Context: an optimization exercise on an open-source flow, tuned for small area and a short achievable clock period. The choices shown serve that exercise and are no tape-out recipe.
At most, simulation tests tie the RTL to the original design; equivalence was not proved.
For runs 1, 2, 6 and 7, only the layout was checked, not whether the RTL still works.
Power and IR-drop figures of this design are not reliable: the tool's default activity estimate is inflated in some of its runs.

==> flow/design.v, too long to show whole: its modules and the start of the top module <==
// module fpfma: 256 lines
// module fpfma_pp: 1148 lines
// module fpfma_lzc: 386 lines
module fpfma (
    input  wire        clk,
    input  wire        rst_n,
    input  wire        in_valid,
    input  wire [1:0]  in_op,
    input  wire [1:0]  in_rnd,
    input  wire        in_ftz,
    input  wire        in_canon,
    input  wire [31:0] in_a,
    input  wire [31:0] in_b,
    input  wire [31:0] in_c,
    output reg         out_valid,
    output reg  [31:0] out_result,
    output reg  [4:0]  out_flags
);
  // ...
==> flow/run.sh <==
#!/bin/bash
# synth_recipe.tcl (not shown) runs the flow's synth.tcl, then flattens the netlist and writes it again
# the make line also repeats each setting of config.mk as NAME=value (left out here)
make -C /OpenROAD-flow-scripts/flow DESIGN_CONFIG=/design/flow/config.mk WORK_HOME=/design/flow/orfs CLKGATE_MAP_FILE= SYNTH_SCRIPT=/design/flow/synth_recipe.tcl finish
==> flow/config.mk <==
export PLATFORM = sky130hd
export DESIGN_NAME = fpfma
export DESIGN_NICKNAME = fpfma
export VERILOG_FILES = /design/flow/design.v
export SDC_FILE = /design/flow/constraint.sdc
export NUM_CORES = 4
export LEC_CHECK = 0
export ABC_AREA = 1
export CAP_MARGIN = 40
export CORE_MARGIN = 2
export CORE_UTILIZATION = 45
export SLEW_MARGIN = 80
==> flow/constraint.sdc <==
create_clock -name core_clock -period 28.0 [get_ports {clk}]
set_input_delay 5.6000 -clock core_clock [delete_from_list [all_inputs] [get_ports {clk}]]
set_output_delay 5.6000 -clock core_clock [all_outputs]
set_load 0.01 [all_outputs]
==> summary.md, run 1 <==
The leakage power total came out at 0.0241 uW. The largest cell class by area was multi-input gates. The initial antenna violation count is 13, and the final worst setup slack is 20.86 ns. The number of logic inverters in the finished layout is 892. Leaving out fill and tap cells, the most frequent cells in the layout are nand2_1, inv_1, nand3_1, dfxtp_1, nor2_1. For the clock group, total power comes out at 753 uW. The finished layout holds 7657 standard cells, fillers aside. The starting utilization of the core area is 0.454.

The net count of the mapped netlist was 6845. After detailed placement, the total cell area comes to 49400 sq um. The top-level port count is 143. The worst hold path begins at m_den.

For this design, the sink count on the clock tree is 497. The post-route setup TNS was 0 ns. The run finished with no timing, DRC or antenna violations.

The number of inserted filler cells in the final layout was 9398; the first-pass detailed-route iteration total was 6. For the worst setup path, the data arrival time is 1.54 ns. Broken down by cell family, the worst path's largest delay share belongs to buffers and inverters.

Number of cells after detailed placement: 7546. Area inside the core boundary: 96700 sq um. The maximum cell stage delay along the critical path works out to 0.54 ns. By count the netlist is led by nand2_1, inv_1, nand3_1. Launching element type of the critical path: a register. Sorting the synthesized cells by area gives the leading types as dfxtp_1, fa_1, nand2_1. TritonCTS built the clock tree.

Slew of the pin with the lowest slew margin: 0.340 ns. The routed wire length on met3 came out at 16300 um. The die is 316 um tall. The post-route minimum period works out to 7.14 ns. The tools report the global routing met3 resource utilization as 0.0772. The starting DRC count in detailed routing was 4803; the sum of overflow across all layers after global routing was 0. The capture point of the worst path is out_result[23]. Final standard cell area without fillers: 51800 sq um.
==> inputs of run 2 (changes only) <==
--- a/flow/config.mk
+++ b/flow/config.mk
@@ -9,4 +9,4 @@
 export CAP_MARGIN = 40
 export CORE_MARGIN = 2
 export CORE_UTILIZATION = 45
-export SLEW_MARGIN = 80
+export SLEW_MARGIN = 60
==> run 2 against run 1 <==
  * Die area did not move
  * Sequential share of layout area is 1.1 points higher
  * Clock power grew 2%
  * Sequential power barely moved
  * Still clean on timing, DRC and antenna
  * Synthesized area unchanged
  * Critical path depth stayed put
  * Critical path type unchanged
  * Register-to-register slack worse by 0.29 ns
  * Setup slack better by 0.0067 ns
  * Highest routed layer unchanged
==> summary.md, run 2 <==
The run finished with no timing, DRC or antenna violations. The initial antenna violation count is 14 (+1). After synthesis, the most frequently instantiated cells are nand2_1, inv_1, nand3_1. The fraction of layout cells with a size suffix above 1 is 0.0686.

Sorting the synthesized cells by area gives the leading types as dfxtp_1, fa_1, nand2_1. The share of synthesized cell area in and, or, nand and nor gates came out at 0.272. The die boundary height came out at 316 um (unchanged). In this run the worst setup path begins at out_result[23].

The total vias in the final route is 42700, and the number of enable flip-flop cells after synthesis is 0. The total of buffers placed on input and output ports is 142, and the synthesized area divided by synthesized cell count is 7.01 sq um. Leaving out fill and tap cells, the most frequent cells in the layout are nand2_1, inv_1, nand3_1, nor2_1, dfxtp_1. Counting along the longest clock path gives a buffer depth of 3. For the worst setup path, the data required time is 22.40 ns. At the later pin of the worst-skew pair, clock insertion delay measures 0.65 ns. For the count of warnings emitted by yosys, the log shows 1.

The tools report the global-route wire length before repair as 252000 um. TritonCTS built the clock tree. The worst-path maximum fanout works out to 1.

The adder and majority cell fraction of the synthesized area is 0.189. The number of gates resized after CTS was 0. Main combinational cell family by area after synthesis: simple AND/OR/NAND/NOR gates. In this run the worst hold path is classified as register to register.

Across the run, the number of max-cap violations was 0. The family of cells with the greatest summed delay on the critical path was buffers and inverters. The largest registers in the layout are m_z: 77 flops, n_mag: 77 flops. After legalization and detailed placement, the total HPWL measured 135000 um. After synthesis the netlist holds a flip-flop and latch count of 497.

IR analysis of the VDD net gives a maximum drop of 0.136 mV. The congestion estimate from routability-driven global placement came to 1.02. Leaving out fill and tap cells, the most frequent cell in the layout is nand2_1. Walking the worst path, the cells encountered are clkdlybuf4s50_1.

Measured along the x axis, the die boundary spans 316 um. The final layout contains routed wiring with a total length of 172000 um. For the clock sink count, the log shows 497 (unchanged). Launch point of the worst hold path: m_specres[9].

The worst register-to-register path begins at m_py[29]. After detailed routing, the number of vias per cell comes to 5.64. The count of hold buffers inserted by post-cts repair was 0. The mux share of post-synthesis cell area is 0.00274, and the xor-xnor portion of the synthesized cell area is 0.0790. The cell row count was 114; the slew of the pin with the lowest slew margin was 0.640 ns (+0.300 ns). Summing all multi-input logic gate instances after layout gives 29600 sq um. Post-route minimum period: 7.13 ns (-0.00670 ns).

The net count of the finished layout is 6833. The tools report the worst slew slack as a fraction of its limit as 0.572. For this design the ratio of total power to cell area is 180 nW/um^2.

The run gives 0.337 as the overall global routing resource usage. For the worst flop-to-flop path, the logic depth is 35. The final-report hold violation count is 0, and the number of unique standard cell types used by synthesis is 63. The tools report the leakage power total as 0.0232 uW (-3.8%). STA classifies the critical path startpoint as a register. The tools report the area of the mapped netlist as 43900 sq um. Master cell of the clock root buffer: clkbuf_16. The area inside the core boundary was 96700 sq um (unchanged); the hold-critical path depth was 0.

The combined buffer and inverter count along the critical path is 1. For the net count of the mapped netlist, the log shows 6845 (unchanged). The die covers 100000 sq um.

Timing would allow up to 140 MHz. Post-CTS timing repair inserted 0 buffers for setup. Entering global routing, the biggest net connects 61 pins. Across the routed clock network, the largest skew measured is 0.0170 ns.

The worst path arrival time was 1.53 ns (about the same); the number of remaining DRC errors was 0. For the post-detailed-route count of antenna-violating nets, the log shows 0. For the portion of the post-synthesis area used by sequential elements, the log shows 0.227. Setup violations remaining at the end of the flow were counted as 0. Logic depth of the worst setup path including buffers: 1. Registers take 9960 sq um. The cell count after synthesis came out at 6261.

The tools report the final worst setup slack as 20.87 ns (+0.00670 ns). The routed wirelength normalized by instance count works out to 22.7 um. The number of inserted filler cells in the final layout was 9801 (+4.3%). The startpoint-to-endpoint class of the critical path was register to output port.

Maximum cell stage delay along the critical path: 0.54 ns (about the same). The dominant register cell in the synthesized netlist was dfxtp_1. In the post-synthesis netlist, the cell with the most instances is nand2_1. The kind of end point of the critical path was an output port.

For the number of global-route vias before repair, the log shows 40200. The starting DRC count in detailed routing is 4778 (-0.52%), and the first-pass detailed-route iteration total is 7 (+1). The proportion of register bits with asynchronous set or reset after synthesis was 0.

Post-synthesis compound-gate area fraction: 0.124. The library cell occupying the most area in the post-synthesis netlist was dfxtp_1. Counting the buffers created by CTS gives 54. Prior to clock tree synthesis, the placed netlist has a worst setup slack of 20.43 ns. The sum of overflow across all layers after global routing is 0 (unchanged). Setup repair after global routing left no endpoint under its margin.

The share of Yosys cell area claimed by the top area cell type was 0.227; the starting utilization of the core area was 0.454 (unchanged). Relative to the synthesized area, the layout overhead comes to 11.0%. Top-level port count: 143 (unchanged). On the critical path, the stage with the largest delay is an instance of clkdlybuf4s50_1.

The post-route setup TNS is 0 ns (unchanged), and the clock-pin slew on the worst setup and hold paths is 0.06 ns. The count of pins over their slew limit was 0; the depth of the CTS H-tree was 2. The final clock period utilization by the worst path is 0.255.
run 2: cell families after synthesis:
kind of cell,after synthesis
and+or+nand+nor,2750
DFF,497
muxes,12
adders and majority gates,479
AOI/OAI and AO/OA,931
xor gates and xnor gates,395
buffers and inverters,1197
run 2: final timing paths:
| path | end | slack [ns] |
|---|---|---|
| worst max-delay path | out_result[23] | 20.87 |
| worst min-delay path | n_specres[9] | 0.33 |
| worst max register to register | n_lzc[2] | 21.12 |
| worst min register to register | n_specres[9] | 0.33 |
run 2: area by class of cell:
type	count	area share
Clock inverter	31	0.00838
Tap cell	1276	0.0328
Inverter	892	0.0696
Antenna cell	9	0.000463
Timing Repair Buffer	237	0.0444
Multi-Input combinational cell	4567	0.608
Sequential cell	497	0.204
Clock buffer	71	0.0315
run 2: per-stage QoR:
stage / instance area (sq um) / hold slack (ns) / cells / util / power, uW
floorplan: 43900 / 0.310 / 6261 / - / 5590
global placement: 46300 / 0.313 / 7464 / 0.479 / 7760
detailed placement: 46700 / 0.312 / 7469 / 0.482 / 7840
CTS: 48600 / 0.326 / 7571 / 0.503 / 8630
global route: 48700 / 0.333 / 7572 / 0.503 / 9510
finish: 48700 / 0.327 / 7580 / 0.504 / 8750
run 2: per-layer routing:
metal	share of wire	track usage
met5	0.00062	0
met4	0.062	0.184
met1	0.40	0.423
met2	0.44	0.534
met3	0.096	0.0812
run 2: report_power, final:
| part | internal (uW) | switching (uW) | leakage, uW | total [uW] |
|---|---|---|---|---|
| Combinational | 2070 | 4740 | 0.0181 | 6800 |
| Sequential | 1010 | 176 | 0.00416 | 1190 |
| Clock | 448 | 317 | 0.000950 | 765 |
| Total | 3530 | 5230 | 0.0232 | 8750 |
==> module fpfma, before the edit <==
module fpfma (
    input  wire        clk,
    input  wire        rst_n,
    input  wire        in_valid,
    input  wire [1:0]  in_op,
    input  wire [1:0]  in_rnd,
    input  wire        in_ftz,
    input  wire        in_canon,
    input  wire [31:0] in_a,
    input  wire [31:0] in_b,
    input  wire [31:0] in_c,
    output reg         out_valid,
    output reg  [31:0] out_result,
    output reg  [4:0]  out_flags
);
    localparam integer B = 2;
    localparam integer W = B + 74;
    wire        in_addsub = ~in_op[1];
    wire        in_mul    = (in_op == 2'd2);
    wire [31:0] in_y = in_addsub ? 32'h3F80_0000 : in_b;
    wire [31:0] in_z = in_addsub ? in_b : (in_mul ? {in_a[31] ^ in_b[31], 31'd0} : in_c);
    wire        a_e0 = (in_a[30:23] == 8'd0), a_e1 = &in_a[30:23];
    wire        b_e0 = (in_b[30:23] == 8'd0), b_e1 = &in_b[30:23];
    wire        c_e0 = (in_c[30:23] == 8'd0);
    wire        in_xe0 = a_e0;
    wire        in_ye0 = ~in_addsub & b_e0;
    wire        in_ye1 = ~in_addsub & b_e1;
    wire        in_ze0 = in_addsub ? b_e0 : (in_mul | c_e0);
    wire        a_f0 = (in_a[22:0] == 23'd0), b_f0 = (in_b[22:0] == 23'd0), c_f0 = (in_c[22:0] == 23'd0);
    wire        in_den = in_ftz & ((a_e0 & ~a_f0) | (b_e0 & ~b_f0) | (in_op == 2'd3 & c_e0 & ~c_f0));
    wire [22:0] in_fx = in_a[22:0] & {23{~(in_ftz & in_xe0)}};
    wire [22:0] in_fy = in_y[22:0] & {23{~(in_ftz & in_ye0)}};
    reg        r_valid;
    reg [1:0]  r_rnd;
    reg        r_ftz, r_canon, r_zneg;
    reg        r_sx, r_sy, r_xe0, r_ye0, r_xe1, r_ye1;
    reg [22:0] r_fx, r_fy;
    reg [7:0]  r_ex, r_ey;
    reg        r_ze0, r_den;
    reg [31:0] r_z;
    always @(posedge clk) begin
        r_valid <= rst_n & in_valid;
        r_rnd   <= in_rnd;
        r_ftz   <= in_ftz;
        r_canon <= in_canon;
        r_zneg  <= (in_op == 2'd1);
        r_sx    <= in_a[31];
        r_sy    <= in_y[31];
        r_xe0   <= in_xe0;
        r_ye0   <= in_ye0;
        r_xe1   <= a_e1;
        r_ye1   <= in_ye1;
        r_fx    <= in_fx;
        r_fy    <= in_fy;
        r_den   <= in_den;
        r_ex    <= in_a[30:23];
        r_ey    <= in_y[30:23];
        r_ze0   <= in_ze0;
        r_z     <= in_z;
    end
    wire sx = r_sx, sy = r_sy;
    wire sz = r_z[31] ^ r_zneg;
    wire [7:0]  ezf = r_z[30:23];
    wire [22:0] fx = r_fx, fy = r_fy, fz = r_z[22:0];
    wire x_e0 = r_xe0, y_e0 = r_ye0, z_e0 = r_ze0;
    wire x_e1 = r_xe1, y_e1 = r_ye1, z_e1 = &ezf;
    wire x_f0 = (fx == 23'd0), y_f0 = (fy == 23'd0), z_f0 = (fz == 23'd0);
    wire x_nan = x_e1 & ~x_f0, y_nan = y_e1 & ~y_f0, z_nan = z_e1 & ~z_f0;
    wire x_inf = x_e1 & x_f0,  y_inf = y_e1 & y_f0,  z_inf = z_e1 & z_f0;
    wire x_zero = x_e0 & x_f0;
    wire y_zero = y_e0 & y_f0;
    wire z_zero = z_e0 & (z_f0 | r_ftz);
    wire [23:0] mx = {~x_e0, fx};
    wire [23:0] my = {~y_e0, fy};
    wire [23:0] mz = {~z_e0, fz & {23{~(z_e0 & r_ftz)}}};
    wire [10:0] exy = {3'd0, r_ex[7:1], r_ex[0] | x_e0} + {3'd0, r_ey[7:1], r_ey[0] | y_e0};
    wire [10:0] ez  = {3'd0, ezf[7:1], ezf[0] | z_e0};
    wire den_in = r_den;
    wire sp       = sx ^ sy;
    wire eff_sub  = sp ^ sz;
    wire any_nan  = x_nan | y_nan | z_nan;
    wire any_snan = (x_nan & ~fx[22]) | (y_nan & ~fy[22]) | (z_nan & ~fz[22]);
    wire zinf     = (x_inf & y_zero) | (y_inf & x_zero);
    wire p_inf    = (x_inf | y_inf) & ~zinf;
    wire infsub   = p_inf & z_inf & eff_sub;
    wire p_zero   = x_zero | y_zero;
    reg        spec;
    reg [24:0] spec_res;
    always @(*) begin
        spec = 1'b1;
        if (any_nan) begin
            if (r_canon)    spec_res = {3'b011, 22'd0};
            else if (x_nan) spec_res = {sx, 2'b11, fx[21:0]};
            else if (y_nan) spec_res = {sy, 2'b11, fy[21:0]};
            else            spec_res = {r_z[31], 2'b11, fz[21:0]};
        end
        else if (zinf | infsub)    spec_res = {3'b011, 22'd0};
        else if (p_inf)            spec_res = {sp, 2'b10, 22'd0};
        else if (z_inf)            spec_res = {sz, 2'b10, 22'd0};
        else if (p_zero & z_zero)  spec_res = {eff_sub ? (r_rnd == 2'd3) : sp, 24'd0};
        else begin                 spec_res = 25'd0; spec = 1'b0; end
    end
    wire spec_inv = (any_nan & (any_snan | zinf)) | (~any_nan & (zinf | infsub));
    wire signed [10:0] sh_raw = $signed(exy - ez) - 11'sd100;
    wire        anchor_z = p_zero | (~z_zero & (sh_raw <= 11'sd0));
    wire        sh_big = ~sh_raw[10] & (sh_raw[9:7] != 3'd0);
    wire signed [10:0] tb = anchor_z ? $signed(ez - 11'd1) : $signed(exy - 11'd101);
    wire [W+24:0] zext = {mz, {(W+1){1'b0}}} >> sh_raw[6:0];
    wire [W-1:0]  zwin = anchor_z ? {mz, {(W-24){1'b0}}} :
                         (sh_big ? {W{1'b0}} : zext[W+24:25]);
    reg  [4:0]    ztz;
    integer q;
    always @(*) begin
        ztz = 5'd24;
        for (q = 23; q >= 0; q = q - 1)
            if (mz[q]) ztz = q;
    end
    wire          zstk = ~anchor_z & (ztz != 5'd24) & (sh_raw >= $signed({6'd0, ztz}) + (W - 23));
    wire [W:0]   zrow = {zwin, zstk} ^ {(W+1){eff_sub}};
    wire [W+1:0] px, py;
    fpfma_pp tree (.a(mx), .b(my), .x(px), .y(py));
    reg         m_valid;
    reg [W+1:0] m_px, m_py;
    reg [W:0]   m_z;
    reg signed [10:0] m_tb;
    reg         m_sp, m_effsub, m_ftz, m_den, m_spec, m_inv;
    reg [1:0]   m_rnd;
    reg [24:0]  m_specres;
    always @(posedge clk) begin
        m_valid   <= rst_n & r_valid;
        m_px      <= px;
        m_py      <= py;
        m_z       <= zrow;
        m_tb      <= tb;
        m_sp      <= sp;
        m_effsub  <= eff_sub;
        m_ftz     <= r_ftz;
        m_den     <= den_in;
        m_spec    <= spec;
        m_inv     <= spec_inv;
        m_rnd     <= r_rnd;
        m_specres <= spec_res;
    end
    wire [W+1:0] zr2  = {m_effsub, m_z};
    wire [W+1:0] s2_s = m_px ^ m_py ^ zr2;
    wire [W+1:0] s2_c = {(m_px[W:0] & m_py[W:0]) | (m_px[W:0] & zr2[W:0]) | (m_py[W:0] & zr2[W:0]), 1'b0};
    wire [W+1:0] cp_p = s2_s ^ s2_c;
    wire [W+1:0] cp_g = s2_s & s2_c;
    reg  [W+1:0] gg, pp;    
    integer k, lv;
    always @(*) begin
        gg = cp_g;
        pp = cp_p;
        for (lv = 1; lv < 128; lv = lv * 2)
            for (k = 0; k <= W + 1; k = k + 1)
                if ((k / lv) % 2 == 1) begin
                    gg[k] = gg[k] | (pp[k] & gg[(k / lv) * lv - 1]);
                    pp[k] = pp[k] & pp[(k / lv) * lv - 1];
                end
    end
    wire [W+1:0] c0 = {gg[W:0], 1'b0};
    wire [W+1:0] c1 = {gg[W:0] | pp[W:0], 1'b1};
    wire         neg = m_effsub & (cp_p[W+1] ^ c0[W+1]);
    wire [W:0]   csel = ~m_effsub ? c0[W:0] : (neg ? ~c0[W:0] : c1[W:0]);
    wire [W:0]   mag = cp_p[W:0] ^ csel;
    wire         rsign = m_sp ^ neg;
    wire [6:0]   lim = m_tb[10] ? 7'd0 : ((m_tb > W) ? 7'd127 : m_tb[6:0]);
    wire [6:0]   lzc_raw, tzc;
    fpfma_lzc lz (.x(mag), .z(lzc_raw));
    wire [6:0]   lzc = (lzc_raw > lim) ? lim : lzc_raw;
    reg  [W:0]   mag_rev;
    integer r;
    always @(*) for (r = 0; r <= W; r = r + 1) mag_rev[r] = mag[W - r];
    fpfma_lzc tz (.x(mag_rev), .z(tzc));
    reg         n_valid;
    reg [W:0]   n_mag;
    reg [6:0]   n_lzc, n_tzc;
    reg signed [10:0] n_tb;
    reg         n_rsign, n_ftz, n_den, n_spec, n_inv;
    reg [1:0]   n_rnd;
    reg [24:0]  n_specres;
    always @(posedge clk) begin
        n_valid   <= rst_n & m_valid;
        n_mag     <= mag;
        n_lzc     <= lzc;
        n_tzc     <= tzc;
        n_tb      <= m_tb;
        n_rsign   <= rsign;
        n_ftz     <= m_ftz;
        n_den     <= m_den;
        n_spec    <= m_spec;
        n_inv     <= m_inv;
        n_rnd     <= m_rnd;
        n_specres <= m_specres;
    end
    wire         mag_zero = (n_tzc == W + 1);
    wire [W:0]   nv6 = n_lzc[6] ? {n_mag[W-64:0], 64'd0} : n_mag;
    wire [W:0]   nv5 = n_lzc[5] ? {nv6[W-32:0], 32'd0} : nv6;
    wire [W:0]   nv4 = n_lzc[4] ? {nv5[W-16:0], 16'd0} : nv5;
    wire [W:0]   nv3 = n_lzc[3] ? {nv4[W-8:0], 8'd0} : nv4;
    wire [W:0]   nv2 = n_lzc[2] ? {nv3[W-4:0], 4'd0} : nv3;
    wire [W:0]   nv1 = n_lzc[1] ? {nv2[W-2:0], 2'd0} : nv2;
    wire [W:0]   nrm = n_lzc[0] ? {nv1[W-1:0], 1'd0} : nv1;
    wire [23:0]  n_m  = nrm[W:W-23];
    wire         n_g  = nrm[W-24];
    wire         n_g2 = nrm[W-25];
    wire [7:0]   tzl  = {1'b0, n_tzc} + {1'b0, n_lzc};
    wire         n_st = (tzl <= W - 26);
    function rnd_inc;
        input [1:0] mode;
        input       s, lsb, g, st;
        begin
            case (mode)
                2'd0: rnd_inc = g & (st | lsb);
                2'd1: rnd_inc = 1'b0;
                2'd2: rnd_inc = ~s & (g | st);
                default: rnd_inc = s & (g | st);
            endcase
        end
    endfunction
    wire         inc    = rnd_inc(n_rnd, n_rsign, n_m[0], n_g, n_g2 | n_st);
    wire         inc24  = rnd_inc(n_rnd, n_rsign, n_g, n_g2, n_st);
    wire         inexact = n_g | n_g2 | n_st;
    wire         tiny   = ~n_m[23] & ~(n_m[22] & (&n_m[21:0]) & n_g & inc24);
    wire signed [10:0] eb = n_m[23] ? (n_tb - $signed({4'd0, n_lzc}) + 11'sd1) : 11'sd0;
    wire [33:0]  rr = {eb, n_m[22:0]} + {33'd0, inc};
    wire         ovf = ~rr[33] & (rr[32:23] >= 10'd255);
    wire         to_max = (n_rnd == 2'd1) | (n_rnd == 2'd3 & ~n_rsign) | (n_rnd == 2'd2 & n_rsign);
    reg [31:0] res;
    reg [4:0]  flg;
    always @(*) begin
        flg = {n_den, 4'b0000};
        if (n_spec) begin
            res = {n_specres[24], {8{n_specres[23]}}, n_specres[22:0]};
            flg[0] = n_inv;
        end else if (mag_zero) begin
            res = {(n_rnd == 2'd3), 31'd0};
        end else if (n_ftz & tiny) begin
            res = {n_rsign, 31'd0};
            flg[4:2] = 3'b111;
        end else if (ovf) begin
            res = to_max ? {n_rsign, 31'h7F7F_FFFF} : {n_rsign, 31'h7F80_0000};
            flg[3] = 1'b1;
            flg[1] = 1'b1;
        end else begin
            res = {n_rsign, rr[30:0]};
            flg[3] = inexact;
            flg[2] = tiny & inexact;
        end
    end
    always @(posedge clk) begin
        out_valid  <= rst_n & n_valid;
        out_result <= res;
        out_flags  <= flg;
    end
endmodule
==> inputs of run 3 (changes only) <==
--- a/flow/design.v
+++ b/flow/design.v
@@ -165,16 +165,14 @@
     wire [W:0]   mag = cp_p[W:0] ^ csel;
     wire         rsign = m_sp ^ neg;
     wire [6:0]   lim = m_tb[10] ? 7'd0 : ((m_tb > W) ? 7'd127 : m_tb[6:0]);
-    wire [6:0]   lzc_raw, tzc;
+    wire [6:0]   lzc_raw;
     fpfma_lzc lz (.x(mag), .z(lzc_raw));
     wire [6:0]   lzc = (lzc_raw > lim) ? lim : lzc_raw;
-    reg  [W:0]   mag_rev;
-    integer r;
-    always @(*) for (r = 0; r <= W; r = r + 1) mag_rev[r] = mag[W - r];
-    fpfma_lzc tz (.x(mag_rev), .z(tzc));
+    wire         mag_zero = (lzc_raw == W + 1);
     reg         n_valid;
     reg [W:0]   n_mag;
-    reg [6:0]   n_lzc, n_tzc;
+    reg [6:0]   n_lzc;
+    reg         n_zero;
     reg signed [10:0] n_tb;
     reg         n_rsign, n_ftz, n_den, n_spec, n_inv;
     reg [1:0]   n_rnd;
@@ -183,7 +181,7 @@
         n_valid   <= rst_n & m_valid;
         n_mag     <= mag;
         n_lzc     <= lzc;
-        n_tzc     <= tzc;
+        n_zero    <= mag_zero;
         n_tb      <= m_tb;
         n_rsign   <= rsign;
         n_ftz     <= m_ftz;
@@ -193,7 +191,6 @@
         n_rnd     <= m_rnd;
         n_specres <= m_specres;
     end
-    wire         mag_zero = (n_tzc == W + 1);
     wire [W:0]   nv6 = n_lzc[6] ? {n_mag[W-64:0], 64'd0} : n_mag;
     wire [W:0]   nv5 = n_lzc[5] ? {nv6[W-32:0], 32'd0} : nv6;
     wire [W:0]   nv4 = n_lzc[4] ? {nv5[W-16:0], 16'd0} : nv5;
@@ -204,8 +201,8 @@
     wire [23:0]  n_m  = nrm[W:W-23];
     wire         n_g  = nrm[W-24];
     wire         n_g2 = nrm[W-25];
-    wire [7:0]   tzl  = {1'b0, n_tzc} + {1'b0, n_lzc};
-    wire         n_st = (tzl <= W - 26);
+    wire         n_st = (|nv5[W-57:0]) | (|nv4[W-41:W-56]) | (|nv3[W-33:W-40]) |
+                        (|nv2[W-29:W-32]) | (|nv1[W-27:W-28]) | nrm[W-26];
     function rnd_inc;
         input [1:0] mode;
         input       s, lsb, g, st;
@@ -233,7 +230,7 @@
         if (n_spec) begin
             res = {n_specres[24], {8{n_specres[23]}}, n_specres[22:0]};
             flg[0] = n_inv;
-        end else if (mag_zero) begin
+        end else if (n_zero) begin
             res = {(n_rnd == 2'd3), 31'd0};
         end else if (n_ftz & tiny) begin
             res = {n_rsign, 31'd0};
--- a/flow/config.mk
+++ b/flow/config.mk
@@ -8,5 +8,7 @@
 export ABC_AREA = 1
 export CAP_MARGIN = 40
 export CORE_MARGIN = 2
-export CORE_UTILIZATION = 45
+export CORE_UTILIZATION = 55
+export CTS_CLUSTER_DIAMETER = 150
+export CTS_CLUSTER_SIZE = 30
 export SLEW_MARGIN = 60
==> run 3 against run 2 <==
  * Fmax grew 0.79%
  * Total power shrank 13%
  * Global-route usage rose by 5.3 points
  * Synthesized area decreased by 2.5%
  * Hold slack better by 0.00084 ns
  * Highest routed layer unchanged
  * Cell count shrank 7.7%
  * Die area shrank 20%
  * Non-clock buffer count decreased by 15
  * Still clean
  * First-iteration DRC count down 6.6%
  * Final area is 6.1% lower
  * Largest power group unchanged
  * Critical path depth stayed put
==> summary.md, run 3 <==
The logs give 80000 sq um (-20%) for the floorplan die area and 4461 (-6.6%) for the starting DRC count in detailed routing. The final number of setup-violating endpoints came out at 0 (unchanged). The kind of path behind the tightest hold check was register to register.

The run gives 69 (+13%) as the maximum number of pins on one net before global-route repair. The area inside the core boundary was 77200 sq um (-20%). The worst setup path is captured at an output port. The run gives 45700 sq um (-6.1%) as the final standard cell area without fillers.

The cell row count came out at 102 (-11%). The area of the mapped netlist came out at 42800 sq um (-2.5%). The commonest cells after synthesis are nand2_1, inv_1, nand3_1. The post-detailed-route count of antenna-violating nets is 0 (unchanged), and the global-route wire length before repair is 235000 um (-7.0%). The insertion delay to the later sink of the worst-skew pair is 0.62 ns (-0.03 ns), and the starting utilization of the core area is 0.554 (+0.100). The total vias in the final route is 40900 (-4.2%). The combined buffer and inverter count along the critical path is 1 (unchanged). The post-route setup TNS was 0 ns (unchanged). The achievable frequency was 141 MHz (+0.79%); the count of buffers added by post-CTS timing repair for setup was 0 (unchanged).

The number of max-cap violations is 0 (unchanged), and the fraction of layout cells with a size suffix above 1 is 0.0543 (-0.0144). Traced cell by cell, the critical path runs through clkdlybuf4s50_1. The depth of the CTS H-tree was 1 (-1). The clock-pin slew on the worst setup and hold paths came out at 0.11 ns (+0.05 ns). The total CTS buffers is 21 (-61%), and the proportion of register bits with asynchronous set or reset after synthesis is 0 (unchanged). Setup repair after global routing left no endpoint under its margin.

Switching share of power: 0.592 (-0.00509). The logs give 0.0219 uW (-5.6%) for the leakage power total and 1 (unchanged) for the count of warnings emitted by yosys. The run gives 4490 uW (-14%) as the power spent charging and discharging nets.

The leading cell type in the layout, fill and taps excluded was nand2_1. For the total number of nets in the final design, the log shows 6525 (-4.5%). Startpoint-to-endpoint class of the critical path: register to output port. From synthesis to final layout, the design area changed by 6.96%. The routed via count divided by cell count was 5.85 (+3.7%); the final standard cell count with taps included and fillers excluded was 6997 (-7.7%).

Number of unique standard cell types used by synthesis: 64 (+1.6%). The synthesis-stage register bit count came out at 491 (-1.2%). The tree is rooted in a clkbuf_16. The clock sink count was 491 (-1.2%). The die boundary height works out to 283 um (-11%).

Number of global-route vias before repair: 38700 (-3.8%). The overall global routing resource usage came out at 0.389 (+0.0527). The clock skew after layout was 0.0590 ns (+0.0420 ns). nand2_1 is the most common cell in the netlist. The synthesized area divided by synthesized cell count works out to 7.12 sq um (+1.7%). The run gives 1.02 (-0.39%) as the weighted congestion reported at the end of routability-driven placement. The run gives 3 (unchanged) as the buffer depth of the longest clock path. The slew of the pin with the lowest slew margin is 0.674 ns (+0.0337 ns). The run gives 0.050 (-0.037) as the part of the power in the clock network.

The worst setup path is launched from a register. The tools report the relative contribution of sequential cells to total power as 0.160 (+0.024). The tools report the placed cell area as 45100 sq um (-3.4%). TritonCTS built the clock tree.

The gate count after technology mapping is 6003 (-4.1%), and the horizontal extent of the die is 283 um (-11%). The post-route minimum period was 7.08 ns (-0.0557 ns). The logs give 6579 (-3.9%) for the net count of the mapped netlist and 0 (unchanged) for the number of gates resized after CTS. The count of pins over their slew limit is 0 (unchanged), and the share of Yosys cell area claimed by the top area cell type is 0.230 (+0.00308). Worst slew slack as a fraction of its limit: 0.548 (-0.0247). The total of buffers placed on input and output ports came out at 142 (unchanged). The number of enable flip-flop cells after synthesis came out at 0 (unchanged). For this run, the leading register cell type out of synthesis is dfxtp_1. The first-pass detailed-route iteration total is 7 (unchanged).

Yosys attributes the largest share of cell area to dfxtp_1, fa_1, nand2_1. The routed wirelength normalized by instance count was 22.6 um (-0.42%). Leaving out fill and tap cells, the most frequent cells in the layout are nand2_1, inv_1, nand3_1, dfxtp_1, xor2_1. The number of remaining DRC errors is 0 (unchanged), and the worst-path maximum fanout is 1 (unchanged). The power density of the placed cells was 166 nW/um^2 (-7.7%); the number of cells after detailed placement was 6964 (-6.8%).

The run gives 0.592 (+0.0888) as the post-route core utilization. Portion of the post-synthesis area used by sequential elements: 0.230 (+0.00308). The combinational fraction of design power is 0.790 (+0.013), and the count of hold buffers inserted by post-cts repair is 0 (unchanged).

The largest registers in the layout are m_z: 77 flops, n_mag: 77 flops. The tools report the post-detailed-routing wire length as 158000 um (-8.1%). The tools report the worst path arrival time as 1.48 ns (-0.05 ns). The run gives 12 (-2) as the initial antenna violation count.

The worst path required time was 22.40 ns (about the same). The final clock period utilization by the worst path was 0.253 (-0.00199). The sum of net half-perimeters after detailed placement is 124000 um (-8.0%).

The maximum cell stage delay along the critical path is 0.54 ns (about the same), and the maximum vdd drop is 0.250 mV (+84%). The sum of overflow across all layers after global routing came out at 0 (unchanged). The largest individual stage delay along the critical path comes from the cell clkdlybuf4s50_1. The family of cells with the greatest summed delay on the critical path was buffers and inverters. Summed over all instances, the cell type with the most area after synthesis is dfxtp_1.

Internal power: 3100 uW (-12%). The run finished with no timing, DRC or antenna violations. The final-report hold violation count is 0 (unchanged). For the top-level port count, the log shows 143 (unchanged).
==> run 3: changes by cell type in the layout (fill, tap and decap cells not counted), sizes merged, moves of 27 or more <==
| cell | delta |
|---|---|
| nor2 | -92 |
| nand4 | -34 |
| clkbuf | -48 |
| nand2 | -43 |
| inv | -34 |
| xor2 | +37 |
| nand3 | -78 |
| a21oi | -27 |
==> run 3: logic make-up (layout without fill, tap and decap cells) <==
family	count (synthesis)	in the layout	share of synthesized area
AND/OR/NAND/NOR	2512	2512	0.253
buffers and inverters	1164	1114	0.107
AO/OA/AOI/OAI	925	925	0.128
flip-flops	491	491	0.230
adder cells (fa/ha/maj)	471	471	0.192
XOR/XNOR	428	428	0.0877
multiplexers	12	12	0.00281
other	0	4	0
==> run 3: layer usage <==
layer / track usage / up-vias / routed length, um / part of all wire
li1: - / 19200 / - / -
met1: 0.501 / 18900 / 63500 / 0.40
met2: 0.600 / 2228 / 68300 / 0.43
met3: 0.0836 / 534 / 15100 / 0.096
met4: 0.234 / 18 / 10700 / 0.068
met5: 0.00794 / - / 205 / 0.0013
==> run 3: cell type report <==
cell class | instances | area, sq um
inverters | 865 | 3290
multi-input cells | 4348 | 28600
fillers | 7387 | 31500
clock buffers | 22 | 529
well taps | 1040 | 1300
clock inverters | 5 | 70.1
repair buffers | 222 | 2060
flip-flops and latches | 491 | 9830
diodes | 4 | 10.0
==> run 3: stage by stage <==
| step | worst slack (ns) | power, uW | hold WS, ns |
|---|---|---|---|
| 6_report | 20.92 | 7590 | 0.328 |
| 5_1_grt | 20.45 | 8290 | 0.344 |
| 4_1_cts | 20.91 | 7440 | 0.332 |
| 3_5_place_dp | 20.53 | 7060 | 0.313 |
| 3_3_place_gp | 20.13 | 6970 | 0.311 |
| 2_1_floorplan | 21.20 | 5210 | 0.310 |
==> run 3: worst paths after layout <==
kind	slack [ns]	to	start	cells past startpoint
worst min-delay path	0.33	n_specres[3]	m_specres[3]	0
worst min register to register	0.33	n_specres[3]	m_specres[3]	0
worst max register to register	20.97	n_lzc[2]	m_z[22]	34
worst max-delay path	20.92	out_result[0]	out_result[0]	1
==> run 3: worst reg2reg max path, delay by kind of cell (launching register included) <==
| family | cells | cell delay [ns] |
|---|---|---|
| adders and majority gates | 3 | 1.12 |
| and+or+nand+nor | 24 | 3.94 |
| AOI/OAI and AO/OA | 5 | 1.27 |
| buffers and inverters | 2 | 0.18 |
| DFF | 1 | 0.44 |
==> run 3: power by group through the flow <==
stage,clock network (uW),logic [uW],registers [uW]
finish,379,6000,1210
CTS,386,5850,1210
global route,408,6650,1230
floorplan,0,4090,1120
global placement,0,5740,1230
detailed placement,0,5830,1230
==> inputs of run 4 (changes only) <==
--- a/flow/config.mk
+++ b/flow/config.mk
@@ -8,7 +8,5 @@
 export ABC_AREA = 1
 export CAP_MARGIN = 40
 export CORE_MARGIN = 2
-export CORE_UTILIZATION = 55
-export CTS_CLUSTER_DIAMETER = 150
-export CTS_CLUSTER_SIZE = 30
+export CORE_UTILIZATION = 45
 export SLEW_MARGIN = 60
==> run 4 against run 3 <==
  * Still clean on timing, DRC and antenna
  * Sequential power hardly changed
  * Critical path depth stayed put
  * Sequential share of layout area is 0.70 points lower
  * Global-route usage is 6.2 points lower
  * Critical path type unchanged
  * Largest cell class unchanged
  * Largest power group unchanged
==> summary.md, run 4 <==
The maximum vdd drop is 0.103 mV (-59%). The number of unique standard cell types used by synthesis is 64 (unchanged). The number of max-cap violations is 0 (unchanged), and the number of enable flip-flop cells after synthesis is 0 (unchanged).

For the area inside the core boundary, the log shows 94600 sq um (+23%). The top-level port count was 143 (unchanged). The tools report the post-detailed-route count of antenna-violating nets as 0 (unchanged). Number of inserted filler cells in the final layout: 9520 (+29%). The synthesized area divided by synthesized cell count works out to 7.12 sq um (unchanged). The floorplan die area is 97500 sq um (+22%), and the share of synthesized cell area in and, or, nand and nor gates is 0.253 (unchanged).

The switching share of power came out at 0.580 (-0.0123). The internal power was 3360 uW (+8.7%); the clock-pin slew on the worst setup and hold paths was 0.06 ns (-0.05 ns). The tools report the count of buffers added by post-CTS timing repair for setup as 0 (unchanged). The largest registers in the layout are m_z: 77 flops, n_mag: 77 flops. Slew of the pin with the lowest slew margin: 0.638 ns (-0.0355 ns). The global-route wire length before repair is 243000 um (+3.5%), and the leakage power total is 0.0225 uW (+2.8%). The tools report the worst path arrival time as 1.51 ns (+0.03 ns).

The run gives 0.574 (+0.0261) as the worst slew slack as a fraction of its limit. The worst-path maximum fanout was 1 (unchanged). Sorting the synthesized cells by how often they occur yields nand2_1, inv_1, nand3_1. The buffer depth of the longest clock path is 3 (unchanged). The kind of path behind the tightest hold check was register to register. The relative contribution of sequential cells to total power is 0.151 (-0.009), and the area of the multi-input gates is 28600 sq um (-0.13%).

Leaving out fill and tap cells, the most frequent cell in the layout is nand2_1. The count of warnings emitted by yosys was 1 (unchanged). Library cell occupying the most area in the post-synthesis netlist: dfxtp_1. The synthesis-stage register bit count was 491 (unchanged); the initial antenna violation count was 10 (-2).

For the post-detailed-routing wire length, the log shows 162000 um (+2.8%). The number of gates resized after CTS is 0 (unchanged). The critical path is of the register to output port type.

Area of the mapped netlist: 42800 sq um (unchanged). The run gives 6579 (unchanged) as the net count of the mapped netlist. By area, the combinational part of the netlist is dominated by simple AND/OR/NAND/NOR gates.

Part of the power in the clock network: 0.093 (+0.043). The horizontal extent of the die was 312 um (+10%). The count of pins over their slew limit came out at 0 (unchanged).

The clock skew after layout was 0.0286 ns (-0.0304 ns). The run finished with no timing, DRC or antenna violations. CTS placed an instance of clkbuf_16 at the clock tree root. For the number of global-route vias before repair, the log shows 39500 (+2.1%).

The post-route setup TNS is 0 ns (unchanged), and the proportion of register bits with asynchronous set or reset after synthesis is 0 (unchanged). The most common cell in the synthesized netlist is nand2_1. Sum of net half-perimeters after detailed placement: 127000 um (+3.0%).

The tools report the total number of nets in the final design as 6567 (+0.64%). The run gives 2 (+1) as the depth of the CTS H-tree. The logs give 8 (+1) for the first-pass detailed-route iteration total and 113 (+11%) for the cell row count. The combinational fraction of design power was 0.756 (-0.034); the routed wirelength normalized by instance count was 22.2 um (-1.5%).

The weighted congestion reported at the end of routability-driven placement is 0.997 (-2.1%). The final-report hold violation count was 0 (unchanged); the worst path required time was 22.40 ns (about the same). The starting utilization of the core area was 0.452 (-0.102).

TritonCTS built the clock tree. Family of cells with the greatest summed delay on the critical path: buffers and inverters. The combined buffer and inverter count along the critical path is 1 (unchanged), and the xor-xnor portion of the synthesized cell area is 0.0877 (unchanged). The maximum number of pins on one net before global-route repair was 75 (+8.7%); the gate count after technology mapping was 6003 (unchanged). The final number of setup-violating endpoints is 0 (unchanged), and the mux share of post-synthesis cell area is 0.00281 (unchanged). The area growth from synthesis to layout is 10.6%, and the number of remaining DRC errors is 0 (unchanged). Setup repair after global routing left no endpoint under its margin. The share of Yosys cell area claimed by the top area cell type was 0.230 (unchanged). The insertion delay to the later sink of the worst-skew pair is 0.65 ns (+0.03 ns). The sum of overflow across all layers after global routing came out at 0 (unchanged). The die boundary height is 312 um (+10%). The internal reg-to-reg setup slack is 21.08 ns (+0.11 ns).

Launching element type of the critical path: a register. The clock sink count came out at 491 (unchanged). Slowest stage cell on the critical path: clkdlybuf4s50_1.

The total of buffers placed on input and output ports works out to 142 (unchanged). The run gives 56 (+170%) as the total CTS buffers. The post-synthesis compound-gate area fraction is 0.128 (unchanged). The dominant register cell in the synthesized netlist is dfxtp_1.

The adder and majority cell fraction of the synthesized area was 0.192 (unchanged); the maximum cell stage delay along the critical path was 0.54 ns (about the same). The run gives 9840 sq um (about the same) as the area taken by flip-flops and latches. In the layout the commonest cells are nand2_1, inv_1, nand3_1, dfxtp_1, xor2_1. Fraction of layout cells with a size suffix above 1: 0.0644 (+0.0102). For the post-route core utilization, the log shows 0.500 (-0.0924). The count of hold buffers inserted by post-cts repair was 0 (unchanged); the post-route minimum period was 7.11 ns (+0.0359 ns).

By area the synthesized netlist is led by dfxtp_1, fa_1, nand2_1. The routed via count divided by cell count was 5.59 (-4.5%). The power density of the placed cells was 169 nW/um^2 (+2.0%). Traced cell by cell, the critical path runs through clkdlybuf4s50_1. For the overall global routing resource usage, the log shows 0.328 (-0.0617). Portion of the post-synthesis area used by sequential elements: 0.230 (unchanged). The tools report the kind of end point of the critical path as an output port. The final clock period utilization by the worst path works out to 0.254 (+0.00128). The total vias in the final route is 40800 (-0.30%). The achievable frequency is 141 MHz (-0.50%), and the power spent charging and discharging nets is 4640 uW (+3.3%). The run gives 4097 (-8.2%) as the starting DRC count in detailed routing.
run 4: cell counts after synthesis:
No cell type changed its count.
run 4: power by group through the flow:
| stage | Clock, uW | Combinational [uW] | Sequential, uW |
|---|---|---|---|
| 6_report | 741 | 6060 | 1210 |
| 5_1_grt | 783 | 6730 | 1230 |
| 4_1_cts | 755 | 5950 | 1210 |
| 3_5_place_dp | 0 | 5930 | 1230 |
| 3_3_place_gp | 0 | 5860 | 1220 |
| 2_1_floorplan | 0 | 4090 | 1120 |
run 4: layer usage:
metal,track usage,vias up,wire length (um)
li1,-,19300,-
met1,0.420,19000,65600
met2,0.511,2009,70900
met3,0.0664,476,14600
met4,0.195,8,11000
met5,0,-,51
run 4: cell type report:
cell class,instances,share of cell area
multi-input cells,4348,0.605
flip-flops and latches,491,0.208
inverters,865,0.0695
repair buffers,229,0.0449
well taps,1265,0.0335
clock buffers,64,0.0311
clock inverters,39,0.00812
diodes,1,0.0000529
run 4: path summary, 6_finish.rpt:
path | cells past startpoint | endpoint | startpoint
worst min register to register | 0 | n_specres[6] | m_specres[6]
worst max register to register | 36 | n_lzc[2] | m_z[25]
worst min-delay path | 0 | n_specres[6] | m_specres[6]
worst max-delay path | 1 | out_result[14] | out_result[14]
run 4: per-stage QoR:
stage	hold WS [ns]	total power (uW)	area (sq um)	instances	worst slack, ns
CTS	0.326	7920	47200	7299	20.83
finish	0.325	8010	47300	7302	20.89
detailed placement	0.312	7160	45400	7196	20.55
floorplan	0.310	5210	42800	6003	21.20
global placement	0.312	7080	45100	7196	20.26
global route	0.329	8740	47300	7301	20.55
run 4: cells by family (layout without fill, tap and decap cells):
logic type | Yosys count | after routing
other | 0 | 1
AOI/OAI and AO/OA | 925 | 925
xor gates and xnor gates | 428 | 428
DFF | 491 | 491
buffers and inverters | 1164 | 1197
and+or+nand+nor | 2512 | 2512
muxes | 12 | 12
adders and majority gates | 471 | 471
==> inputs of run 5 (changes only) <==
--- a/flow/config.mk
+++ b/flow/config.mk
@@ -8,5 +8,5 @@
 export ABC_AREA = 1
 export CAP_MARGIN = 40
 export CORE_MARGIN = 2
-export CORE_UTILIZATION = 45
+export CORE_UTILIZATION = 55
 export SLEW_MARGIN = 60
==> run 5 against run 4 <==
  * Still clean
  * Wire length down 1.7%
  * Cell count down 3.1%
  * Clock-buffer cell count up 3
  * Final area down 0.55%
  * Global-route usage up 6.6 points
  * Synthesized cell count unchanged
  * Die area down 18%
  * Sequential power about the same
  * Sequential cell count unchanged
  * Critical path depth unchanged
  * Critical endpoint is now out_result[3]
  * Largest power group unchanged
  * Highest routed layer unchanged
==> summary.md, run 5 <==
The run finished with no timing, DRC or antenna violations. Post-route core utilization: 0.609 (+0.109). The largest individual stage delay along the critical path comes from the cell clkdlybuf4s50_1. Sum of overflow across all layers after global routing: 0 (unchanged). The tools report the launch point of the worst hold path as m_specres[21]. The tools report the final-report hold violation count as 0 (unchanged). TritonCTS built the clock tree.

Number of remaining DRC errors: 0 (unchanged). The fraction of layout cells with a size suffix above 1 is 0.0646 (+0.000118). The worst register-to-register path begins at m_z[22].

For the count of pins over their slew limit, the log shows 0 (unchanged). The worst-path maximum fanout is 1 (unchanged). The share of Yosys cell area claimed by the top area cell type is 0.230 (unchanged), and the achievable frequency is 141 MHz (about the same). The logs give 0 (unchanged) for the count of hold buffers inserted by post-cts repair and 1 (unchanged) for the count of warnings emitted by yosys.

The critical path in this run is classified as register to output port. The number of max-cap violations came out at 0 (unchanged). Count of buffers added by post-CTS timing repair for setup: 0 (unchanged). The routed via count divided by cell count works out to 5.85 (+4.7%). The maximum cell stage delay along the critical path was 0.57 ns (+0.03 ns). Launching element type of the critical path: a register.

Yosys attributes the largest share of cell area to dfxtp_1, fa_1, nand2_1. For the maximum vdd drop, the log shows 0.238 mV (+130%). Summed over all instances, the cell type with the most area after synthesis is dfxtp_1.

The clock-pin slew on the worst setup and hold paths was 0.07 ns (about the same); the number of global-route vias before repair was 39100 (-1.1%). In the layout the commonest cells are nand2_1, inv_1, nand3_1, dfxtp_1, xor2_1. The tree is rooted in a clkbuf_16. The post-route setup TNS came out at 0 ns (unchanged). The worst hold slack is 0.326 ns (+0.000920 ns), and the portion of the post-synthesis area used by sequential elements is 0.230 (unchanged). The post-detailed-routing wire length was 159000 um (-1.7%); the internal reg-to-reg setup slack was 20.98 ns (-0.10 ns).

The slew of the pin with the lowest slew margin was 0.688 ns (+0.0497 ns); the buffer depth of the longest clock path was 3 (unchanged). The logs give 47000 sq um (-0.55%) for the final standard cell area without fillers and 6579 (unchanged) for the net count of the mapped netlist. The total of buffers placed on input and output ports came out at 142 (unchanged). The leading cell type in the layout, fill and taps excluded is nand2_1. The number of unique standard cell types used by synthesis was 64 (unchanged). The path class of the tightest hold or removal check is register to register. The horizontal extent of the die was 283 um (-9.4%); the overall global routing resource usage was 0.393 (+0.0655). The synthesized area divided by synthesized cell count is 7.12 sq um (unchanged), and the hold-critical path depth is 0 (unchanged).

For the starting utilization of the core area, the log shows 0.554 (+0.102). For the number of inserted filler cells in the final layout, the log shows 7261 (-24%). The dominant register cell in the synthesized netlist was dfxtp_1.

Area inside the core boundary: 77200 sq um (-18%). For the starting DRC count in detailed routing, the log shows 4241 (+3.5%). The run gives 0 (unchanged) as the final number of setup-violating endpoints.

The routed wirelength normalized by instance count works out to 22.5 um (+1.5%). The tools report the weighted congestion reported at the end of routability-driven placement as 1.02 (+2.1%). The signal on the critical path passes through clkdlybuf4s50_1. The total number of nets in the final design was 6557 (-0.15%); the number of enable flip-flop cells after synthesis was 0 (unchanged). For the insertion delay to the later sink of the worst-skew pair, the log shows 0.64 ns (about the same). Worst path required time: 22.40 ns (about the same). The most frequent cell after synthesis was nand2_1.

The combined buffer and inverter count along the critical path works out to 1 (unchanged). Endpoint with the worst hold slack: n_specres[21]. On the critical path the largest part of the delay comes from buffers and inverters. The tools report the clock skew after layout as 0.0392 ns (+0.0106 ns). The worst path arrival time is 1.51 ns (about the same). The final clock period utilization by the worst path is 0.254 (about the same).

For the post-detailed-route count of antenna-violating nets, the log shows 0 (unchanged). For the total CTS buffers, the log shows 53 (-5.4%). The commonest cells after synthesis are nand2_1, inv_1, nand3_1. The floorplan die area was 80000 sq um (-18%); the number of cell instances on the worst register-to-register path was 34 (-5.6%).

The logs give 6964 (-3.2%) for the number of cells after detailed placement and 42800 sq um (unchanged) for the area of the mapped netlist. The sum of net half-perimeters after detailed placement came out at 124000 um (-2.9%). The cell row count was 102 (-9.7%); the first-pass detailed-route iteration total was 9 (+1). For the final standard cell count with taps included and fillers excluded, the log shows 7073 (-3.1%). Setup repair after global routing left no endpoint under its margin. The tools report the depth of the CTS H-tree as 2 (unchanged). The post-route minimum period is 7.11 ns (+0.00190 ns). The synthesis-stage register bit count is 491 (unchanged), and the area taken by flip-flops and latches is 9830 sq um (about the same).

The largest registers in the layout are m_z: 77 flops, n_mag: 77 flops. For the top-level port count, the log shows 143 (unchanged). The run gives 491 (unchanged) as the clock sink count. The number of gates resized after CTS came out at 0 (unchanged). Relative to the synthesized area, the layout overhead comes to 10.0%.

The global-route wire length before repair was 237000 um (-2.6%). For the maximum number of pins on one net before global-route repair, the log shows 69 (-8.0%). The endpoint identified for the worst register-to-register timing path is n_lzc[2]. The run gives 41400 (+1.4%) as the total vias in the final route. The run gives 0.538 (-0.0356) as the worst slew slack as a fraction of its limit. For the area of the multi-input gates, the log shows 28600 sq um (+0.12%).

The placed cell area was 45100 sq um (-0.66%); the proportion of register bits with asynchronous set or reset after synthesis was 0 (unchanged). The tools report the kind of end point of the critical path as an output port. The power density of the placed cells was 170 nW/um^2 (+0.15%). The gate count after technology mapping is 6003 (unchanged). The die boundary height is 283 um (-9.4%), and the initial antenna violation count is 16 (+6). The leakage power total was 0.0225 uW (about the same).
-- run 5: cell count changes in the layout (fill, tap and decap cells not counted), moves of 5 or more --
cell	change
clkinv_2	+6
buf_4	-7
diode_2	+7
clkinv_1	-5
inv_6	-8
-- run 5: power breakdown --
part / switching [uW] / total [uW] / internal (uW)
clock: 319 / 753 / 434
combinational: 4050 / 6000 / 1950
sequential: 215 / 1220 / 1000
total: 4580 / 7980 / 3390
-- run 5: worst max path at each step --
stage                       start       endpoint  slack [ns]  cells past startpoint
detailed placement       in_op[1]          r_den       20.53                      8
global route              m_z[22]       n_lzc[2]       20.47                     34
finish              out_result[3]  out_result[3]       20.89                      1
floorplan                in_op[1]       r_fy[10]       21.20                      7
CTS                 out_result[3]  out_result[3]       20.87                      1
global placement         in_a[28]        r_fx[7]       20.13                      4
-- run 5: cell families (layout without fill, tap and decap cells) --
kind of cell / Yosys count / in the layout / synth area share
fa+ha+maj: 471 / 471 / 0.192
mux: 12 / 12 / 0.00281
other cells: 0 / 8 / 0
buf+inv: 1164 / 1186 / 0.107
xor+xnor: 428 / 428 / 0.0877
compound gates: 925 / 925 / 0.128
simple gates: 2512 / 2512 / 0.253
flops: 491 / 491 / 0.230
-- run 5: final cells by class --
type,count,share of cell area
Clock buffer,67,0.0313
Sequential cell,491,0.209
Tap cell,1040,0.0277
Antenna cell,8,0.000426
Inverter,865,0.0700
Clock inverter,32,0.00873
Multi-Input combinational cell,4348,0.609
Timing Repair Buffer,222,0.0440
-- run 5: metal layers --
| layer | GRT usage | share of wire | vias to the layer above |
|---|---|---|---|
| met1 | 0.500 | 0.40 | 19200 |
| met2 | 0.606 | 0.43 | 2301 |
| met5 | 0.0104 | 0.0014 | - |
| met4 | 0.241 | 0.072 | 19 |
| li1 | - | - | 19300 |
| met3 | 0.0913 | 0.099 | 601 |
-- run 5: metrics by stage --
step | power, uW | setup slack [ns]
global placement | 6970 | 20.13
detailed placement | 7060 | 20.53
CTS | 7830 | 20.87
floorplan | 5210 | 21.20
global route | 8680 | 20.47
finish | 7980 | 20.89
==> inputs of run 6 (changes only) <==
--- a/flow/design.v
+++ b/flow/design.v
@@ -165,10 +165,10 @@
     wire [W:0]   mag = cp_p[W:0] ^ csel;
     wire         rsign = m_sp ^ neg;
     wire [6:0]   lim = m_tb[10] ? 7'd0 : ((m_tb > W) ? 7'd127 : m_tb[6:0]);
-    wire [6:0]   lzc_raw;
-    fpfma_lzc lz (.x(mag), .z(lzc_raw));
-    wire [6:0]   lzc = (lzc_raw > lim) ? lim : lzc_raw;
-    wire         mag_zero = (lzc_raw == W + 1);
+    wire [W:0]   stopper = (lim > W) ? {(W+1){1'b0}} : ({{W{1'b0}}, 1'b1} << (W - lim));
+    wire [6:0]   lzc;
+    fpfma_lzc lz (.x(mag | stopper), .z(lzc));
+    wire         mag_zero = ~|mag;
     reg         n_valid;
     reg [W:0]   n_mag;
     reg [6:0]   n_lzc;
--- a/flow/config.mk
+++ b/flow/config.mk
@@ -8,5 +8,5 @@
 export ABC_AREA = 1
 export CAP_MARGIN = 40
 export CORE_MARGIN = 2
-export CORE_UTILIZATION = 55
+export CORE_UTILIZATION = 62
 export SLEW_MARGIN = 60
==> run 6 against run 5 <==
  * Largest cell class unchanged
  * Die area shrank 9.0%
  * Critical path depth is the same
  * Fmax shrank 0.83%
  * Wire length grew 7.1%
  * Combinational power grew 12%
  * Sequential cell count unchanged
  * Critical path type unchanged
  * Final area increased by 1.6%
  * Clock power decreased by 0.5%
  * Utilization grew 7.4 points
  * Highest routed layer unchanged
  * Total power rose by 9.1%
  * Sequential power about the same
==> summary.md, run 6 <==
For the area of the mapped netlist, the log shows 43800 sq um (+2.5%). The tools report the portion of the post-synthesis area used by sequential elements as 0.224 (-0.00559). The cell sitting at the root of the clock tree is a clkbuf_16. The tools report the weighted congestion reported at the end of routability-driven placement as 1.06 (+3.7%). For the clock skew after layout, the log shows 0.0295 ns (-0.00970 ns).

The run gives 491 (unchanged) as the clock sink count. The buffer depth of the longest clock path was 3 (unchanged); the internal reg-to-reg setup slack was 21.76 ns (+0.78 ns). The initial antenna violation count came out at 18 (+2). Post-route setup TNS: 0 ns (unchanged). The achievable frequency was 139 MHz (-0.83%); the area growth from synthesis to layout was 9.08%. The total of buffers placed on input and output ports was 142 (unchanged).

The total CTS buffers is 53 (unchanged). For hold timing, the worst endpoint is n_specres[11]. The worst-path maximum fanout is 1 (unchanged).

The number of cells after detailed placement was 7182 (+3.1%); the worst slew slack as a fraction of its limit was 0.536 (-0.00185). The number of inserted filler cells in the final layout was 6070 (-16%); the maximum number of pins on one net before global-route repair was 73 (+5.8%). The fraction of layout cells with a size suffix above 1 works out to 0.0569 (-0.00765). In this run the worst hold path is classified as register to register.

The maximum cell stage delay along the critical path was 0.59 ns (+0.02 ns); the post-detailed-routing wire length was 171000 um (+7.1%). The routed via count divided by cell count works out to 6.18 (+5.7%). The hold-critical path depth is 0 (unchanged).

The slew of the pin with the lowest slew margin was 0.694 ns (+0.00612 ns). Placement-stage worst setup slack: 20.38 ns (-0.155 ns). The overall global routing resource usage came out at 0.459 (+0.0653).

Kind of end point of the critical path: an output port. The logs give 0 (unchanged) for the count of buffers added by post-CTS timing repair for setup and 256000 um (+8.1%) for the global-route wire length before repair. The cell row count was 97 (-4.9%). The sum of overflow across all layers after global routing was 0 (unchanged). Share of Yosys cell area claimed by the top area cell type: 0.224 (-0.00559). For the area inside the core boundary, the log shows 70000 sq um (-9.3%).

The clock-pin slew on the worst setup and hold paths is 0.06 ns (about the same). The logs give 5953 (+40%) for the starting DRC count in detailed routing and 42800 (+9.4%) for the number of global-route vias before repair. The proportion of register bits with asynchronous set or reset after synthesis was 0 (unchanged). On the critical path the largest part of the delay comes from buffers and inverters. The die boundary height came out at 270 um (-4.6%). The number of cell instances on the worst register-to-register path is 25 (-26%). The total vias in the final route is 45100 (+9.0%), and the power density of the placed cells is 182 nW/um^2 (+7.3%). The horizontal extent of the die came out at 270 um (-4.6%). The worst path required time came out at 22.40 ns (about the same).

Setup repair after global routing left no endpoint under its margin. Library cell occupying the most area in the post-synthesis netlist: dfxtp_1. Among all cell types in the netlist, the one instantiated most often is nand2_1. The most used flip-flop cell after synthesis is dfxtp_1.

The tools report the final worst setup slack as 20.83 ns (-0.0595 ns). For the net count of the mapped netlist, the log shows 6925 (+5.3%). The largest registers in the layout are m_z: 77 flops, n_mag: 77 flops. The startpoint-to-endpoint class of the critical path was register to output port. The critical path goes through clkdlybuf4s50_1. The overall power is 8700 uW (+9.1%), and the final standard cell count with taps included and fillers excluded is 7294 (+3.1%). The total number of nets in the final design came out at 6869 (+4.8%).

The synthesis-stage register bit count was 491 (unchanged); the post-detailed-route count of antenna-violating nets was 0 (unchanged). The depth of the CTS H-tree is 2 (unchanged). The number of remaining DRC errors was 0 (unchanged). The post-route minimum period was 7.17 ns (+0.0595 ns). For the count of warnings emitted by yosys, the log shows 1 (unchanged).

In this run the critical register-to-register path is launched from r_xe0. TritonCTS built the clock tree. The worst register-to-register path ends at m_z[72]. The top-level port count came out at 143 (unchanged). The final clock period utilization by the worst path is 0.256 (+0.00212), and the synthesized area divided by synthesized cell count is 6.90 sq um (-3.2%). The number of gates resized after CTS came out at 0 (unchanged). After synthesis, the most frequently instantiated cells are nand2_1, inv_1, nand3_1. The gate count after technology mapping came out at 6355 (+5.9%). The final standard cell area without fillers was 47800 sq um (+1.6%); the first-pass detailed-route iteration total was 10 (+1). The number of unique standard cell types used by synthesis was 60 (-6.3%); the number of max-cap violations was 0 (unchanged). The flow ran to the end and the layout has no timing, DRC or antenna violations. The count of hold buffers inserted by post-cts repair is 0 (unchanged).

The sum of net half-perimeters after detailed placement is 129000 um (+4.5%). The floorplan die area is 72800 sq um (-9.0%), and the final-report hold violation count is 0 (unchanged). The combined buffer and inverter count along the critical path works out to 1 (unchanged). The area taken by flip-flops and latches came out at 9840 sq um (about the same). Sorting the synthesized cells by area gives the leading types as dfxtp_1, fa_1, nand2_1. The routed wirelength normalized by instance count is 23.4 um (+3.8%). The library cell used most frequently in the layout, excluding fill and tap cells, is nand2_1. The number of enable flip-flop cells after synthesis works out to 0 (unchanged). The launching element type of the critical path was a register. The run gives 29700 sq um (+3.7%) as the area of the multi-input gates.

Final number of setup-violating endpoints: 0 (unchanged). In the layout the commonest cells are nand2_1, inv_1, nand3_1, nor2_1, dfxtp_1. The maximum vdd drop was 0.114 mV (-52%); the insertion delay to the later sink of the worst-skew pair was 0.65 ns (about the same).

The count of pins over their slew limit is 0 (unchanged), and the starting utilization of the core area is 0.626 (+0.0720). The slowest stage cell on the critical path is clkdlybuf4s50_1. The worst path arrival time came out at 1.57 ns (+0.06 ns). The leakage power total is 0.0231 uW (+2.8%), and the placed cell area is 45800 sq um (+1.7%). The launch point of the worst hold path was m_specres[11].
-- run 6: area by class of cell --
cell class	count	area share
diodes	11	0.000576
flip-flops and latches	491	0.206
clock inverters	35	0.00811
repair buffers	206	0.0406
multi-input cells	4681	0.621
inverters	866	0.0690
clock buffers	64	0.0301
well taps	940	0.0246
-- run 6: how the worst max path moves through the flow --
stage,from,to,slack (ns),depth (start not counted)
after floorplan,in_b[28],r_fy[10],21.32,7
after global placement,in_op[1],r_den,20.15,8
after detailed placement,in_op[1],r_den,20.38,8
after CTS,out_result[0],out_result[0],20.80,1
after global routing,in_op[1],r_den,20.81,8
final,out_result[0],out_result[0],20.83,1
-- run 6: cells by family (layout without fill, tap and decap cells) --
kind of cell	count (synthesis)	in the layout	synth area share
and+or+nand+nor	2964	2964	0.290
buffers and inverters	1183	1171	0.105
AOI/OAI and AO/OA	837	837	0.113
DFF	491	491	0.224
adders and majority gates	465	465	0.185
xor gates and xnor gates	401	401	0.0801
muxes	14	14	0.00320
other	0	11	0
-- run 6: per-stage QoR --
| stage | util | hold WS, ns |
|---|---|---|
| 2_1_floorplan | - | 0.310 |
| 3_3_place_gp | 0.651 | 0.310 |
| 3_5_place_dp | 0.654 | 0.312 |
| 4_1_cts | 0.680 | 0.321 |
| 5_1_grt | 0.682 | 0.324 |
| 6_report | 0.683 | 0.326 |
-- run 6: routing by layer --
metal | wire [um] | vias to the layer above | track usage
li1 | - | 20400 | -
met2 | 70900 | 3156 | 0.677
met4 | 14400 | 24 | 0.316
met5 | 206 | - | 0
met1 | 62100 | 20700 | 0.561
met3 | 23100 | 840 | 0.161
-- run 6: where the power goes --
group	total, uW	switching, uW	internal (uW)	leakage [uW]
clock network	749	329	420	0.000901
registers	1230	226	1000	0.00411
logic	6720	4700	2030	0.0181
==> inputs of run 7 (changes only) <==
==> flow/flow/run.sh (new file) <==
#!/bin/bash
# The standard layout (the standard.sh, standard synthesis included),
# with one change: the buffers that buffer_ports puts on the input and
# output ports are sky130_fd_sc_hd__buf_2 instead of the delay buffer
# (clkdlybuf4s50_1) the resizer picks by default.  Every port still gets
# its own buffer.  make's output goes to flow.log; each ORFS step keeps its
# own log under orfs/logs/.
set -euo pipefail
bash standard.sh "BUFFER_PORTS_ARGS=-buffer_cell sky130_fd_sc_hd__buf_2" finish > flow.log 2>&1
==> flow/standard.sh (new file) <==
#!/bin/bash
# synth_recipe.tcl (not shown) runs the flow's synth.tcl, then flattens the netlist and writes it again
# the make line also repeats each setting of config.mk as NAME=value (left out here)
make -C /OpenROAD-flow-scripts/flow DESIGN_CONFIG=/design/flow/config.mk WORK_HOME=/design/flow/orfs CLKGATE_MAP_FILE= SYNTH_SCRIPT=/design/flow/synth_recipe.tcl "${@:-finish}"
--- a/flow/config.mk
+++ b/flow/config.mk
@@ -8,5 +8,5 @@
 export ABC_AREA = 1
 export CAP_MARGIN = 40
 export CORE_MARGIN = 2
-export CORE_UTILIZATION = 62
+export CORE_UTILIZATION = 55
 export SLEW_MARGIN = 60
removed: flow/run.sh
==> run 7 against run 6 <==
  * Still clean
  * Setup slack better by 0.31 ns
  * Utilization down 8.2 points
  * Synthesized cell count unchanged
  * Fmax up 4.6%
==> summary.md, run 7 <==
The final standard cell count with taps included and fillers excluded is 7415 (+1.7%). The critical path starts at r_ye0. The power density of the placed cells is 183 nW/um^2 (+0.50%). The count of buffers added by post-CTS timing repair for setup was 0 (unchanged); the insertion delay to the later sink of the worst-skew pair was 0.65 ns (about the same). For the worst path required time, the log shows 28.54 ns (+6.14 ns). The post-route setup TNS came out at 0 ns (unchanged).

The kind of path behind the tightest hold check was register to register. Sorting the synthesized cells by area gives the leading types as dfxtp_1, fa_1, nand2_1. The flow ran to the end and the layout has no timing, DRC or antenna violations. Most frequent cell after synthesis: nand2_1. The combined buffer and inverter count along the critical path was 7 (+6). The tools report the launching element type of the critical path as a register. The post-detailed-route count of antenna-violating nets is 0 (unchanged). The horizontal extent of the die came out at 286 um (+6.1%). The critical path goes through buf_4, or2_2, ha_1, fa_1, xor2_1, ha_1, xor2_1, buf_4, clkinv_2, nand3_1, inv_1, or2_2, nand2_1, clkinv_1, nor2_1, nand3_1, nor3_1, o21ai_0, nand2_1, buf_4, nor2_2, buf_4, nand2_1, xor2_1. TritonCTS built the clock tree. For the total vias in the final route, the log shows 44100 (-2.3%).

The floorplan die area is 82000 sq um (+13%), and the final clock period utilization by the worst path is 0.245 (-0.0112). The fraction of layout cells with a size suffix above 1 works out to 0.0780 (+0.0211). The critical path in this run is classified as register to register.

The slew of the pin with the lowest slew margin is 0.689 ns (-0.00550 ns), and the routed wirelength normalized by instance count is 23.4 um (-0.25%). The largest registers in the layout are m_z: 77 flops, n_mag: 77 flops. The worst setup path is captured at a register. The first-pass detailed-route iteration total was 10 (unchanged). The worst slew slack as a fraction of its limit is 0.540 (+0.00389), and the cell row count is 103 (+6.2%). The post-detailed-routing wire length is 173000 um (+1.4%). The synthesis-stage register bit count was 491 (unchanged); the number of gates resized after CTS was 0 (unchanged). The combinational fraction of design power was 0.768 (-0.005); the total number of nets in the final design was 6887 (+0.26%). The placed cell area is 45400 sq um (-0.91%). The switching share of power was 0.604 (about the same). Setup repair after global routing left no endpoint under its margin. The library cell used most frequently in the layout, excluding fill and tap cells, is nand2_1. The die boundary height was 286 um (+6.1%). For the weighted congestion reported at the end of routability-driven placement, the log shows 1.06 (+0.51%).

Achievable frequency: 146 MHz (+4.6%). The run gives 3 (unchanged) as the buffer depth of the longest clock path. The logs give 7.40 ns (+5.83 ns) for the worst path arrival time and 0 (unchanged) for the final number of setup-violating endpoints. The maximum number of pins on one net before global-route repair is 68 (-6.8%).

The area growth from synthesis to layout is 8.12%. The tools report the number of max-cap violations as 0 (unchanged). The tools report the starting utilization of the core area as 0.556 (-0.0702). For this design, the slowest cell found on the critical path is clkinv_1.
==> run 7: cell families (layout without fill, tap and decap cells) <==
family	count (synthesis)	count (layout)	synth area share
AO/OA/AOI/OAI	837	837	0.113
XOR/XNOR	401	401	0.0801
adder cells (fa/ha/maj)	465	465	0.185
buffers and inverters	1183	1188	0.105
flip-flops	491	491	0.224
multiplexers	14	14	0.00320
other	0	5	0
AND/OR/NAND/NOR	2964	2964	0.290
==> run 7: area by class of cell <==
class	instances	area [sq um]
Antenna cell	5	12.5
Clock buffer	66	1430
Clock inverter	33	482
Fill cell	7580	31500
Inverter	866	3280
Multi-Input combinational cell	4681	29700
Sequential cell	491	9840
Tap cell	1050	1310
Timing Repair Buffer	223	1340
==> run 7: worst register-to-register path: stages, from the launching register on <==
cell and delay (ns):
dfxtp_1 0.30, buf_4 0.28, or2_2 0.35, ha_1 0.23
fa_1 0.42, xor2_1 0.26, ha_1 0.33, xor2_1 0.17
buf_4 0.27, clkinv_2 0.42, nand3_1 0.22, inv_1 0.06
or2_2 0.31, nand2_1 0.40, clkinv_1 0.61, nor2_1 0.55
nand3_1 0.13, nor3_1 0.18, o21ai_0 0.09, nand2_1 0.10
buf_4 0.42, nor2_2 0.07, buf_4 0.30, nand2_1 0.14
xor2_1 0.17
==> run 7: routing by layer <==
layer  part of all wire  up-vias  wire (um)  GRT usage
met1               0.39    20300      66800      0.522
li1                   -    20400          -          -
met4              0.081       14      14000      0.282
met2               0.42     2635      72600      0.617
met3               0.11      702      19600      0.114
met5            0.00061        -        106          0
==> run 7: stage by stage <==
step	util	total power (uW)	hold WS [ns]	setup WS (ns)
floorplan	-	5440	0.310	21.32
global placement	0.572	7540	0.312	20.34
detailed placement	0.576	7640	0.312	20.87
CTS	0.600	8430	0.327	21.29
global route	0.601	9310	0.329	20.61
finish	0.601	8670	0.326	21.14
==> run 7: power by group through the flow <==
stage               clock network, uW  registers [uW]  logic (uW)
finish                            774            1240        6660
global route                      806            1240        7260
CTS                               779            1230        6420
detailed placement                  0            1240        6390
global placement                    0            1240        6300
floorplan                           0            1110        4320
==> run 7: final timing paths <==
| kind | depth (start not counted) | slack [ns] | end |
|---|---|---|---|
| worst max register to register | 24 | 21.14 | m_z[4] |
| worst min-delay path | 0 | 0.33 | n_specres[14] |
| worst min register to register | 0 | 0.33 | n_specres[14] |
| worst max-delay path | 24 | 21.14 | m_z[4] |
